What follows belongs to an exercise in optimizing a design on an open flow for small area and a short achievable clock period; a production flow would make more cautious choices. In this exercise RTL edits were held to simulation tests only and were not proved equivalent to the original. No activity file was given, so power comes from the tool's default toggle rates.

==> flow/design.v (excerpt) <==
module dec_addsub (
    input  wire         clk,
    input  wire         rst,
    input  wire         in_valid,
    input  wire [1:0]   in_op,
    input  wire [127:0] in_a,
    input  wire [127:0] in_b,
    output reg          out_valid,
    output wire [127:0] out_result,
    output wire [1:0]   out_cmp,
    output wire         out_ovf,
    output wire         out_dec_data
);
Size: ~1400 cells after synthesis, ~130 flip-flops, about 390 I/O pins, roughly 13000 um2 of cells after synthesis.
Settings: LEC_CHECK=0, ABC_CLOCK_PERIOD_IN_PS=55000, CAP_MARGIN=20, CORE_MARGIN=2, CORE_UTILIZATION=40, SLEW_MARGIN=20; clock period 70.0 ns.
standard.sh (not shown) runs the stock make flow with config.mk's settings and CLKGATE_MAP_FILE= SYNTH_SCRIPT=/design/flow/synth_recipe.tcl, a recipe that flattens the netlist after the stock synthesis.
==> flow/flow/run.sh <==
#!/bin/bash
# Standard layout, with the smallest buffer on every input and output port,
# timing repair asked for a setup slack of 50 ns, and a clock tree of
# smaller buffers.
set -euo pipefail
bash standard.sh BUFFER_PORTS_ARGS="-buffer_cell sky130_fd_sc_hd__buf_1" SETUP_SLACK_MARGIN=50.0 CTS_ARGS="-sink_clustering_enable -repair_clock_nets -buf_list sky130_fd_sc_hd__clkbuf_8 -dont_use_dummy_load" finish > standard.log 2>&1
The baseline completed without violations.
Edit:
==> flow/flow/run.sh (replaced) <==
#!/bin/bash
# Standard layout, with the smallest buffer on every input and output port,
# timing repair asked for a setup slack of 50.0 ns, and a clock tree of
# clkbuf_8 buffers without dummy loads.
set -euo pipefail
bash standard.sh BUFFER_PORTS_ARGS="-buffer_cell sky130_fd_sc_hd__buf_1" SETUP_SLACK_MARGIN=50.0 \
  CTS_ARGS="-sink_clustering_enable -repair_clock_nets -buf_list sky130_fd_sc_hd__clkbuf_8 -dont_use_dummy_load" \
  finish > standard.log 2>&1
CORE_UTILIZATION = 60   (was 40)
PLACE_DENSITY = 0.8   (was not set)
The changed run finished clean.
Power is lower by 0.50%.
Utilization is higher by 22 points.
Design area is lower by 1.6%.
Cell count is lower by 5.9%.
Fmax is lower by 0.54%.
Non-clock buffer count is lower by 3.
Edit:
==> flow/flow/run.sh (replaced) <==
#!/bin/bash
# Standard layout, with the smallest buffer on every input and output port,
# and timing repair asked for a setup slack of 50.5 ns.
set -euo pipefail
bash standard.sh BUFFER_PORTS_ARGS="-buffer_cell sky130_fd_sc_hd__buf_1" SETUP_SLACK_MARGIN=50.5 finish > standard.log 2>&1
CORE_UTILIZATION = 40   (was 60)
PLACE_DENSITY = not set   (was 0.8)
The changed run passed the timing, design-rule and antenna checks.
Synthesized area does not change.
Clock power is higher by 90%.
Power is higher by 10%.
Cell area is higher by 6.8%.
Cell count is higher by about 8%.
Global-route usage is lower by 10 points.
Hold slack gets better by 0.039 ns.
Utilization is lower by 20 points.
Setup slack gets better by 0.37 ns.
Critical path depth stays the same.
Edit:
==> flow/flow/run.sh (replaced) <==
#!/bin/bash
# Standard layout, with the smallest buffer on every input and output port,
# and timing repair asked for a setup slack of 51 ns.
set -euo pipefail
bash standard.sh BUFFER_PORTS_ARGS="-buffer_cell sky130_fd_sc_hd__buf_1" SETUP_SLACK_MARGIN=51 finish > standard.log 2>&1
Effect: The changed run passed the timing, design-rule and antenna checks. Core utilization went up by 5.4 points. Non-clock buffer count rose by 71. Total power went up by roughly a tenth. Final area goes up by roughly a tenth.
Edit:
==> flow/flow/run.sh (replaced) <==
#!/bin/bash
# Standard layout, with the smallest buffer on every input and output port,
# timing repair asked for a setup slack of 50.0 ns, and a clock tree of
# clkbuf_4 and clkbuf_8 buffers without dummy loads.
set -euo pipefail
bash standard.sh BUFFER_PORTS_ARGS="-buffer_cell sky130_fd_sc_hd__buf_1" SETUP_SLACK_MARGIN=50.0 \
  CTS_ARGS="-sink_clustering_enable -repair_clock_nets -buf_list {sky130_fd_sc_hd__clkbuf_4 sky130_fd_sc_hd__clkbuf_8} -dont_use_dummy_load" \
  finish > standard.log 2>&1
Sequential power stays flat.
Worst setup slack degrades by 0.43 ns.
Final cell count went down by 4.7%.
Area after synthesis stays the same.
Core utilization went down by 7.8 points.
Flip-flop and latch count is unchanged.
Edit:
==> flow/flow/run.sh (replaced) <==
#!/bin/bash
# Standard layout, with the smallest buffer on every input and output port,
# timing repair asked for a setup slack of 50.0 ns, and a clock tree of
# clkbuf_8 buffers without dummy loads.
set -euo pipefail
bash standard.sh BUFFER_PORTS_ARGS="-buffer_cell sky130_fd_sc_hd__buf_1" SETUP_SLACK_MARGIN=50.0 \
  CTS_ARGS="-sink_clustering_enable -repair_clock_nets -buf_list sky130_fd_sc_hd__clkbuf_8 -dont_use_dummy_load" \
  finish > standard.log 2>&1
GPL_ROUTABILITY_DRIVEN = 0   (was not set)
GPL_TIMING_DRIVEN = 0   (was not set)
The new run completed with no timing, DRC or antenna violations. Non-clock buffer count came out higher by 53. Sequential share of layout area came out lower by 0.48 points. Sequential power came out lower by about 3%. Via count came out higher by 3.1%. Power came out higher by 4.0%. Maximum frequency came out lower by 1.1%. Global-route usage came out higher by 2.9 points. Clock-buffer cell count does not change. Synthesized area does not change. Cell area came out higher by 2.7%.


## run 1
dec_addsub again, from the RTL that the note above started with.
Design dec_addsub, start of the top module:
module dec_addsub (
    input  wire         clk,
    input  wire         rst,
    input  wire         in_valid,
    input  wire [1:0]   in_op,
    input  wire [127:0] in_a,
    input  wire [127:0] in_b,
    output reg          out_valid,
    output wire [127:0] out_result,
    output wire [1:0]   out_cmp,
    output wire         out_ovf,
    output wire         out_dec_data
);
    localparam ND = 31;
    function valid_operand;
        input [127:0] x;
        integer k;
        begin
            valid_operand = (x[3:0] == 4'hc) || (x[3:0] == 4'hd) || (x[3:0] == 4'hf);
            for (k = 1; k <= ND; k = k + 1)
                if (x[4*k+3] & (x[4*k+2] | x[4*k+1])) valid_operand = 1'b0;
        end
    endfunction
    wire data_err = !valid_operand(in_a) || !valid_operand(in_b);
    wire sa  = (in_a[3:0] == 4'hd);
    wire sb  = (in_b[3:0] == 4'hd);
    wire sub = sa ^ sb ^ (in_op[0] | in_op[1]);
    wire [ND-1:0] g, p;
    wire [3:0]    s0 [0:ND-1];
    genvar k;
    generate
        for (k = 0; k < ND; k = k + 1) begin : dig
            wire [3:0] a = in_a[4*k+4 +: 4];
            wire [3:0] b = in_b[4*k+4 +: 4];
            wire [3:0] bb = {sub ? ~(b[3] | b[2] | b[1]) : b[3],
                             b[2] ^ (sub & b[1]), b[1], b[0] ^ sub};
            wire [4:0] z;
            wire [4:1] cy;
            assign z[0]  = a[0] ^ bb[0];
            assign cy[1] = a[0] & bb[0];
            assign z[1]  = a[1] ^ bb[1] ^ cy[1];
            assign cy[2] = (a[1] & bb[1]) | (a[1] & cy[1]) | (bb[1] & cy[1]);
            assign z[2]  = a[2] ^ bb[2] ^ cy[2];
            assign cy[3] = (a[2] & bb[2]) | (a[2] & cy[2]) | (bb[2] & cy[2]);
            assign z[3]  = a[3] ^ bb[3] ^ cy[3];
            assign cy[4] = (a[3] & bb[3]) | (a[3] & cy[3]) | (bb[3] & cy[3]);
            assign z[4]  = cy[4];
            assign g[k] = z[4] | (z[3] & (z[2] | z[1]));             
            assign p[k] = z[3] & z[0] & !z[2] & !z[1] & !z[4];       
            assign s0[k] = {z[3] ^ (g[k] & (z[2] | z[1])), z[2] ^ (g[k] & !z[1]),
                            z[1] ^ g[k], z[0]};
        end
    endgenerate
    wire [ND-1:0] gp0, pp0;
    wire [ND-1:0] gp1, pp1;
    wire [ND-1:0] gp2, pp2;
    wire [ND-1:0] gp3, pp3;
    wire [ND-1:0] gp4, pp4;
    wire [ND-1:0] gp5, pp5;
    wire [ND-1:0] gp6, pp6;
  ...
export LEC_CHECK = 0
export ABC_CLOCK_PERIOD_IN_PS = 55000
export CAP_MARGIN = 20
export CORE_MARGIN = 2
export CORE_UTILIZATION = 40
export SLEW_MARGIN = 20
create_clock -name core_clock -period 70.0 [get_ports {clk}]
==> flow/flow/run.sh <==
#!/bin/bash
# Standard layout, with the smallest buffer on every input and output port,
# timing repair asked for a setup slack of 50.15 ns, and a clock tree of
# clkbuf_8 buffers without dummy loads.
set -euo pipefail
bash standard.sh BUFFER_PORTS_ARGS="-buffer_cell sky130_fd_sc_hd__buf_1" SETUP_SLACK_MARGIN=50.15 \
  CTS_ARGS="-sink_clustering_enable -repair_clock_nets -buf_list sky130_fd_sc_hd__clkbuf_8 -dont_use_dummy_load" \
  finish > standard.log 2>&1
Inputs modified between run 1 and run 2:
Settings: ABC_AREA now 1, previously not set.
==> flow/flow/run.sh <==
#!/bin/bash
# Standard layout, with the smallest buffer on every input and output port,
# and timing repair asked for a setup slack of 50.0 ns.
set -euo pipefail
bash standard.sh BUFFER_PORTS_ARGS="-buffer_cell sky130_fd_sc_hd__buf_1" SETUP_SLACK_MARGIN=50.0 finish > standard.log 2>&1
Notes after the runs:
- [run 2] number of clock buffers in the layout rose 1 relative to run 1
- The combinational family with the most area after synthesis comes out adder cells in one run and simple AND/OR/NAND/NOR gates in the other, namely in run 1 and run 2 respectively.
- Cell count: run 2 higher than run 1
- The final period utilization in run 2 sits 0.47 points below the value recorded for run 1.
- Measured against each other, run 1 and run 2 differ in effective utilization at floorplan, the lower figure coming from run 1.
Relative to run 2, the following input files were edited for run 3:
Settings: clearing ABC_AREA, which used to be 1.
==> flow/flow/run.sh <==
#!/bin/bash
# Standard layout, with the smallest buffer on every input and output port.
set -euo pipefail
bash standard.sh BUFFER_PORTS_ARGS="-buffer_cell sky130_fd_sc_hd__buf_1" finish > standard.log 2>&1
--- outcome ---
Compared with run 2, in run 3 global-route usage lost 2.0 points, sequential cell area level, count of clock-buffer cells in the layout shows an increase of 1, violation count after the first detailed-routing iteration has decreased, maximum frequency decreased by 0.0030 GHz relative to the old numbers. Launching instance or port of the critical path: in_op[1] -> run 3, in_b[1] -> run 2. Summary of the comparison: share of power burned in the clock network is lower in run 3, relative to run 2. Diff run 2 -> run 3: summed instance area of the synthesized netlist lost 1000 sq um, clock power lost about 6%.
For run 4, these inputs were changed with respect to run 3:
==> flow/flow/run.sh <==
#!/bin/bash
# Standard layout, with the smallest buffer on every input and output port,
# and timing repair asked for a setup slack of 50.0 ns.
set -euo pipefail
bash standard.sh BUFFER_PORTS_ARGS="-buffer_cell sky130_fd_sc_hd__buf_1" SETUP_SLACK_MARGIN=50.0 finish > standard.log 2>&1
Between run 3 and run 4, the flow reports number of stages on the worst setup path increasing by a few percent.
Against run 3, run 4 comes in about 0.3% higher on total wire length after detailed routing.
The sequential cell area share of run 3 and that of run 4 are within noise of each other.
Run 4 -> run 3: multiplexer share of the synthesized area delta 0, exact match
| number of global-route vias before repair | run 4 vs run 3 | ≈ equal |
~same combinational power in run 4 and run 3
Reported for run 4 and run 3, number of well-tap cells placed turned out identical to the last digit.
Edits applied to the flow inputs when going from run 4 to run 5:
==> flow/flow/run.sh <==
#!/bin/bash
# Standard layout, with the smallest buffer on every input and output port,
# timing repair asked for a setup slack of 49.9 ns, and a clock tree of
# clkbuf_8 buffers without dummy loads.
set -euo pipefail
bash standard.sh BUFFER_PORTS_ARGS="-buffer_cell sky130_fd_sc_hd__buf_1" SETUP_SLACK_MARGIN=49.9 \
  CTS_ARGS="-sink_clustering_enable -repair_clock_nets -buf_list sky130_fd_sc_hd__clkbuf_8 -dont_use_dummy_load" \
  finish > standard.log 2>&1
## What came out
Share of the final layout cell area in sequential cells in run 5 is 0.48 points higher than in run 4
Setup slack ends up lower on run 5.
Compared run 4 against run 5; global-route usage within noise.
Between run 4 and run 5, the flow reports average wire per standard cell increasing slightly.
Summary: with run 4 as the reference, global-route wire length before repair in run 5 moved down slightly.

==> static timing again, ports no longer ideal <==
No port has a modelled driver above. Below, the same layouts with a new extraction and two added sets of constraints.
Step 1 (the two cells are an assumption about what drives the block):
set clk [get_ports {clk}]
set_driving_cell -lib_cell sky130_fd_sc_hd__clkbuf_16 $clk
set_driving_cell -lib_cell sky130_fd_sc_hd__buf_2 [delete_from_list [all_inputs] $clk]
Step 2 moves the port delays by t, midway between the first and last clock arrival at a register: inputs arrive t later, outputs are due t later. That takes back most of the time a late clock gives input paths.
a / b / c = no drivers / after step 1 / after step 2; a / b = the first two.
run | shift t [ns] | setup slack, ns | worst data-port slew with drivers (ns)
the first run of note 1 | 0.485 | 50.433 / 50.461 / 49.976 | 0.07
the second run of note 1 | 0.485 | 50.327 / 50.351 / 49.866 | 0.09
the third run of note 1 | 0.464 | 50.692 / 50.720 / 50.257 | 0.10
the fourth run of note 1 | 0.479 | 50.862 / 50.872 / 50.392 | 0.07
the fifth run of note 1 | 0.485 | 50.433 / 50.461 / 49.976 | 0.07
the sixth run of note 1 | 0.488 | 50.225 / 50.252 / 49.764 | 0.10
run 1 | 0.484 | 50.413 / 50.444 / 49.960 | 0.07
run 2 | 0.475 | 50.742 / 50.774 / 50.299 | 0.07
run 3 | 0.474 | 49.551 / 49.587 / 49.113 | 0.07
run 4 | 0.476 | 50.418 / 50.452 / 49.977 | 0.07
run 5 | 0.482 | 50.275 / 50.304 / 49.822 | 0.07
After both steps setup and hold are still met in every run listed. The setup slack of the fourth run of note 1, which loses most, moves by +0.010 ns with the drivers and by -0.470 ns with both steps.
